From an optimization exercise on the open Yosys and OpenROAD flow, aimed at small area, a short achievable clock period and few clock cycles; shortcuts taken in it are not production practice.
Only simulation tests tie the RTL to the original design; equivalence was not proved.

build 74:
==> flow/design.v (excerpt) <==
module mtr_engine (
    input  wire        clk,
    input  wire        rst,
    input  wire        in_valid,
    output wire        in_ready,
    input  wire        in_op,       
    input  wire [2:0]  in_meter,
    input  wire [31:0] in_now,      
    input  wire [13:0] in_len,      
    input  wire [1:0]  in_pre,      
    input  wire [31:0] in_cir,      
    input  wire [31:0] in_pir,      
    input  wire [23:0] in_cbs,      
    input  wire [23:0] in_pbs,      
    input  wire        in_mode,
    input  wire        in_aware,
    input  wire        in_reset,
    input  wire [7:0]  in_ladj,     
    input  wire [5:0]  in_act,      
    input  wire [5:0]  in_ycls,
    input  wire [5:0]  in_rcls,
    output reg         out_valid,
    output reg  [1:0]  out_colour,
    output reg         out_drop,
    output reg         out_reclass,
    output reg  [5:0]  out_class,
    output reg  [46:0] out_tc,
    output reg  [46:0] out_tp
);
Size in the first run: roughly 18,000 cells after synthesis, roughly 3,000 flip-flops, roughly 300 I/O pins.
Settings: LEC_CHECK=0, ABC_AREA=1, CAP_MARGIN=45, CORE_MARGIN=2, CORE_UTILIZATION=50, CTS_CLUSTER_DIAMETER=100, CTS_CLUSTER_SIZE=18, SLEW_MARGIN=40; clock period 33.0 ns.
standard.sh (not shown) runs the stock make flow with config.mk's settings and CLKGATE_MAP_FILE= SYNTH_SCRIPT=/design/flow/synth_recipe.tcl, a recipe that flattens the netlist after the stock synthesis.
==> flow/flow/run.sh <==
#!/bin/bash
# The standard layout, with repair_timing asked to leave 24.8 ns of setup slack
# at the design's own clock period, so that it keeps working on paths that
# already meet the clock. Make's output goes to its own log here; each ORFS
# step keeps its own log under orfs/logs.
set -euo pipefail
bash standard.sh SETUP_SLACK_MARGIN=24.8 finish > standard_finish.log 2>&1
Testbench counts of build 74, summed over its fixed seeds: cycles 24,032.
### build 74 -> build 15
# build 74
export LEC_CHECK = 0
export ABC_AREA = 1
export CAP_MARGIN = 45
export CORE_MARGIN = 2
export CORE_UTILIZATION = 50
export CTS_CLUSTER_DIAMETER = 100
export CTS_CLUSTER_SIZE = 18
export SLEW_MARGIN = 40
create_clock -name core_clock -period 33.0 [get_ports {clk}]
# build 15
export LEC_CHECK = 0
export ABC_AREA = 1
export CAP_MARGIN = 45
export CORE_MARGIN = 2
export CORE_UTILIZATION = 50
export SLEW_MARGIN = 40
create_clock -name core_clock -period 33.0 [get_ports {clk}]
==> flow/flow/run.sh <==
#!/bin/bash
# The standard layout, with repair_timing asked to leave 25 ns of setup slack
# at the design's own clock period, so that it keeps working on paths that
# already meet the clock. Make's output goes to its own log here; each ORFS
# step keeps its own log under orfs/logs.
set -euo pipefail
bash standard.sh SETUP_SLACK_MARGIN=25 finish > standard_finish.log 2>&1
==> run notes <==
Build 15 reports a lower worst hold slack than build 74 does.
Looking only at global-route usage, and setting everything else aside, the higher value of build 74 and build 15 goes to build 15.
Reported for build 74 and build 15, die outline width turned out identical to the last digit.
## Diff of input files: build 14 against build 15
# build 15
export LEC_CHECK = 0
export ABC_AREA = 1
export CAP_MARGIN = 45
export CORE_MARGIN = 2
export CORE_UTILIZATION = 50
export SLEW_MARGIN = 40
create_clock -name core_clock -period 33.0 [get_ports {clk}]
# build 14
export LEC_CHECK = 0
export CAP_MARGIN = 45
export CORE_MARGIN = 2
export CORE_UTILIZATION = 50
export SLEW_MARGIN = 40
create_clock -name core_clock -period 33.0 [get_ports {clk}]
Final cell area: build 14 above build 15. Build 14 ran to completion and came out clean on the timing, design-rule and antenna checks. Of build 14 and build 15, the run reporting the lower number of vias per cell was build 15. Going from build 15 to build 14, global-route usage went down 1.2 points; aggregate routed wire length went down about 4%. Taking build 15 as the reference, in build 14 total number of vias went down by 7.2%; buffer share of cell area grew by 1.8 points.
For build 96, these inputs were changed with respect to build 14:
# build 14
export LEC_CHECK = 0
export CAP_MARGIN = 45
export CORE_MARGIN = 2
export CORE_UTILIZATION = 50
export SLEW_MARGIN = 40
create_clock -name core_clock -period 33.0 [get_ports {clk}]
# build 96
export LEC_CHECK = 0
export ABC_AREA = 1
export CAP_MARGIN = 45
export CORE_MARGIN = 2
export CORE_UTILIZATION = 50
export SLEW_MARGIN = 40
create_clock -name core_clock -period 33.0 [get_ports {clk}]
==> flow/flow/run.sh <==
#!/bin/bash
# The standard layout, with repair_timing asked to leave 24.8 ns of setup slack
# at the design's own clock period, so that it keeps working on paths that
# already meet the clock. Make's output goes to its own log here; each ORFS
# step keeps its own log under orfs/logs.
set -euo pipefail
bash standard.sh SETUP_SLACK_MARGIN=24.8 finish > standard_finish.log 2>&1
==> comparison <==
Both conditions hold for build 14: the flow ran to the end and the final layout passed the timing, design-rule and antenna checks.
Build 96: done, clean on timing, DRC and antenna
Higher final instance area among build 14 and build 96: build 14
Simple logic cell fraction of the synthesized area: build 14 and build 96 compared, lower one is build 14
Delta (build 96 minus build 14): area occupied by multi-input gates shrank by about 1%.

---

Setup of v6:
Another version of the RTL of mtr_engine (not shown whole).
Size in the first run: roughly 15,000 cells after synthesis, roughly 300 I/O pins.
// mtr_engine
module mtr_engine (
    input  wire        clk,
    input  wire        rst,
    input  wire        in_valid,
    output wire        in_ready,
    input  wire        in_op,       
    input  wire [2:0]  in_meter,
    input  wire [31:0] in_now,      
    input  wire [13:0] in_len,      
    input  wire [1:0]  in_pre,      
    input  wire [31:0] in_cir,      
    input  wire [31:0] in_pir,      
    input  wire [23:0] in_cbs,      
    input  wire [23:0] in_pbs,      
    input  wire        in_mode,
    input  wire        in_aware,
    input  wire        in_reset,
    input  wire [7:0]  in_ladj,     
    input  wire [5:0]  in_act,      
    input  wire [5:0]  in_ycls,
    input  wire [5:0]  in_rcls,
    output reg         out_valid,
    output reg  [1:0]  out_colour,
    output reg         out_drop,
    output reg         out_reclass,
    output reg  [5:0]  out_class,
    output reg  [46:0] out_tc,
    output reg  [46:0] out_tp
);
    localparam NM = 8;
    assign in_ready = 1'b1;
    function [46:0] scale;
        input [23:0] x;
        begin
            scale = ({23'd0, x} << 23) - ({23'd0, x} << 18) - ({23'd0, x} << 17)
  ...
==> flow/config.mk <==
export PLATFORM = sky130hd
export DESIGN_NAME = mtr_engine
export DESIGN_NICKNAME = mtr_engine
export VERILOG_FILES = /design/flow/design.v
export SDC_FILE = /design/flow/constraint.sdc
export NUM_CORES = 4
export LEC_CHECK = 0
export CAP_MARGIN = 30
export CORE_MARGIN = 2
export CORE_UTILIZATION = 40
export SLEW_MARGIN = 20
==> flow/constraint.sdc <==
create_clock -name core_clock -period 33.0 [get_ports {clk}]
set_input_delay 6.6000 -clock core_clock [delete_from_list [all_inputs] [get_ports {clk}]]
set_output_delay 6.6000 -clock core_clock [all_outputs]
set_load 0.01 [all_outputs]
==> flow/flow/run.sh <==
#!/bin/bash
# The standard layout, with repair_timing asked to leave 24 ns of setup slack
# at the design's own clock period, so that it keeps working on paths that
# already meet the clock. Make's output goes to its own log here; each ORFS
# step keeps its own log under orfs/logs.
set -euo pipefail
bash standard.sh SETUP_SLACK_MARGIN=24 finish > standard_finish.log 2>&1
v6 ran to completion and came out clean on the timing, design-rule and antenna checks.
Testbench counts of v6, summed over its fixed seeds: cycles 24,032.
diff inputs: v6 => v7
Settings: changing CAP_MARGIN from 30 to 45; changing SLEW_MARGIN from 20 to 40.
==> comparison <==
Part of the Yosys area used for sequential elements came out exactly the same in v6 and v7. Looking at v6 and v7, the sequential share of layout area is a wash. Comparing v7 with v6, the placed cell count came out essentially unchanged. Of v6 and v7, the run reporting the lower non-clock buffer count was v6. Diff v6 -> v7: highest achievable clock rate essentially unchanged.

---

== run 1 ==
mtr_engine with an RTL version that a note above also has.
Size in the first run: roughly 15000 cells after synthesis, roughly 3000 flip-flops, roughly 300 I/O pins, ~180000 um^2 of cells after synthesis.
clock: 33.0 ns
lec_check: 0
cap_margin: 45
core_margin: 2
core_utilization: 40
slew_margin: 40
Scripts as last shown in full above: flow/flow/run.sh
Testbench counts of run 1, summed over its fixed seeds: cycles 24,032.
## Diff of input files: run 2 against run 1
# run 1
export LEC_CHECK = 0
export CAP_MARGIN = 45
export CORE_MARGIN = 2
export CORE_UTILIZATION = 40
export SLEW_MARGIN = 40
create_clock -name core_clock -period 33.0 [get_ports {clk}]
# run 2
export LEC_CHECK = 0
export ABC_AREA = 1
export CAP_MARGIN = 45
export CORE_MARGIN = 2
export CORE_UTILIZATION = 50
export CTS_CLUSTER_DIAMETER = 110
export CTS_CLUSTER_SIZE = 22
export SLEW_MARGIN = 40
create_clock -name core_clock -period 33.0 [get_ports {clk}]
==> flow/flow/run.sh <==
#!/bin/bash
# The standard layout, with repair_timing asked to leave 24.8 ns of setup slack
# at the design's own clock period, so that it keeps working on paths that
# already meet the clock. Make's output goes to its own log here; each ORFS
# step keeps its own log under orfs/logs.
set -euo pipefail
bash standard.sh SETUP_SLACK_MARGIN=24.8 finish > standard_finish.log 2>&1
==> comparison <==
The leading cell type in the layout, fill and taps excluded comes out edfxtp_1 in one run and nand2_1 in the other, namely in run 1 and run 2 respectively. On run 2: cell count after synthesis is 19% higher than what run 1 gave. Run 2: clock period minus worst slack lower than run 1. Compared with run 1, run 2 shows distinct cell type count after synthesis that has gone down by more than a quarter. Run 2 vs run 1, mean cell area of the mapped netlist went down by about 14%. Number of buffers added by the clock tree synthesis step came out lower on run 2 than on run 1. Between run 2 and run 1, xor and xnor area share after synthesis is higher for run 2, run 1 comes in under that. Wire: run 2 routes more than run 1. Detailed route, run 2 vs run 1: via total higher for run 2. Relative to run 1, first-pass GRT wire length has gone up in run 2.
Relative to run 2, the following input files were edited for run 3:
# run 2
export LEC_CHECK = 0
export ABC_AREA = 1
export CAP_MARGIN = 45
export CORE_MARGIN = 2
export CORE_UTILIZATION = 50
export CTS_CLUSTER_DIAMETER = 110
export CTS_CLUSTER_SIZE = 22
export SLEW_MARGIN = 40
create_clock -name core_clock -period 33.0 [get_ports {clk}]
# run 3
export LEC_CHECK = 0
export CAP_MARGIN = 45
export CORE_MARGIN = 2
export CORE_UTILIZATION = 62
export SLEW_MARGIN = 40
create_clock -name core_clock -period 33.0 [get_ports {clk}]
==> flow/flow/run.sh <==
#!/bin/bash
# The standard layout, with repair_timing asked to leave 24 ns of setup slack
# at the design's own clock period, so that it keeps working on paths that
# already meet the clock. Make's output goes to its own log here; each ORFS
# step keeps its own log under orfs/logs.
set -euo pipefail
bash standard.sh SETUP_SLACK_MARGIN=24 finish > standard_finish.log 2>&1
- Side by side, maximum net fanout on the critical path turned out higher in run 3 than in run 2.
- The final reports for run 3 and run 2 show clock buffer and inverter area fraction after layout higher in the former.
- The number of antenna diodes reported for run 3 is greater than that of run 2 by 2.
- Taking run 2 as the reference point, the non-clock buffer count of run 3 falls by 59.
- The part of the cycle the worst path needs reported for run 3 is greater than that of run 2 by 2.3 points.
- Number of iterations in the first detailed-routing pass (run 3 over run 2): increase, 4
- For run 2, the slowest stage cell on the critical path was dfxtp_4, unlike run 3, where it was dfxtp_1.
- Hold slack for run 3: 0.0058 ns down relative to run 2

---

the previous run:
Another version of the RTL of mtr_engine (not shown whole).
Size: ~18000 cells after synthesis, about 3000 flip-flops, roughly 300 I/O pins, about 180000 um2 of cells after synthesis.
Settings: LEC_CHECK=0, ABC_AREA=1, CAP_MARGIN=45, CORE_MARGIN=2, CORE_UTILIZATION=50, CTS_CLUSTER_DIAMETER=100, CTS_CLUSTER_SIZE=18, SLEW_MARGIN=40; clock period 33.0 ns.
==> flow/flow/run.sh <==
#!/bin/bash
# The standard layout, with repair_timing asked to leave 24.8 ns of setup slack
# at the design's own clock period, so that it keeps working on paths that
# already meet the clock. Make's output goes to its own log here; each ORFS
# step keeps its own log under orfs/logs.
set -euo pipefail
bash standard.sh SETUP_SLACK_MARGIN=24.8 finish > standard_finish.log 2>&1
The previous run ran to completion and came out clean on the timing, design-rule and antenna checks.
Testbench counts of the previous run, summed over its fixed seeds: cycles 24,032.
Input changes introduced in the current run (baseline for comparison: the previous run):
Settings: a change of CTS_CLUSTER_SIZE from 18 to 22; a change of CTS_CLUSTER_DIAMETER from 100 to 110.
--- outcome ---
- Status | the previous run and the current run | clean
- The current run vs. the previous run: wire length roughly the same; met2 wire length roughly the same.

==> separate check: timing with driven ports <==
The flow's constraints put no driver on any port. The routed layouts listed below were extracted and timed again, unchanged, in two steps.
Step 1 assumes that a clkbuf_16 drives the clock port and a buf_2 every other input.
Step 2 also shifts input and output timing later by t, the mid clock arrival at the registers, as if the neighbouring blocks saw the same clock.
a / b / c = ideal ports / drivers / drivers and shift; a / b = the first two.
run	t, ns	setup slack, ns	worst setup path after step 2	slew at the worst register clock pin (ns)
build 74	1.034	24.788 / 24.677 / 24.867	input to register	0.09 / 0.09
build 15	1.044	24.772 / 24.661 / 24.795	input to register	0.07 / 0.07
build 14	1.010	24.720 / 24.707 / 24.720	register to register	0.07 / 0.07
build 96	1.045	24.780 / 24.668 / 24.796	input to register	0.07 / 0.07
v6	1.040	22.677 / 22.677 / 22.677	register to register	0.08 / 0.08
v7	1.051	22.689 / 22.689 / 22.689	register to register	0.08 / 0.08
run 1	1.078	24.028 / 23.905 / 24.131	register to register	0.08 / 0.08
run 2	1.031	24.794 / 24.684 / 24.873	input to register	0.10 / 0.10
run 3	1.013	24.021 / 23.917 / 24.217	register to register	0.08 / 0.08
the previous run	1.052	24.786 / 24.661 / 24.803	input to register	0.09 / 0.09
the current run	1.038	24.805 / 24.692 / 24.801	input to register	0.10 / 0.10
After both steps setup and hold are still met in every run listed. The setup slack of the current run, which loses most, moves by -0.113 ns with the drivers and by -0.004 ns with both steps.
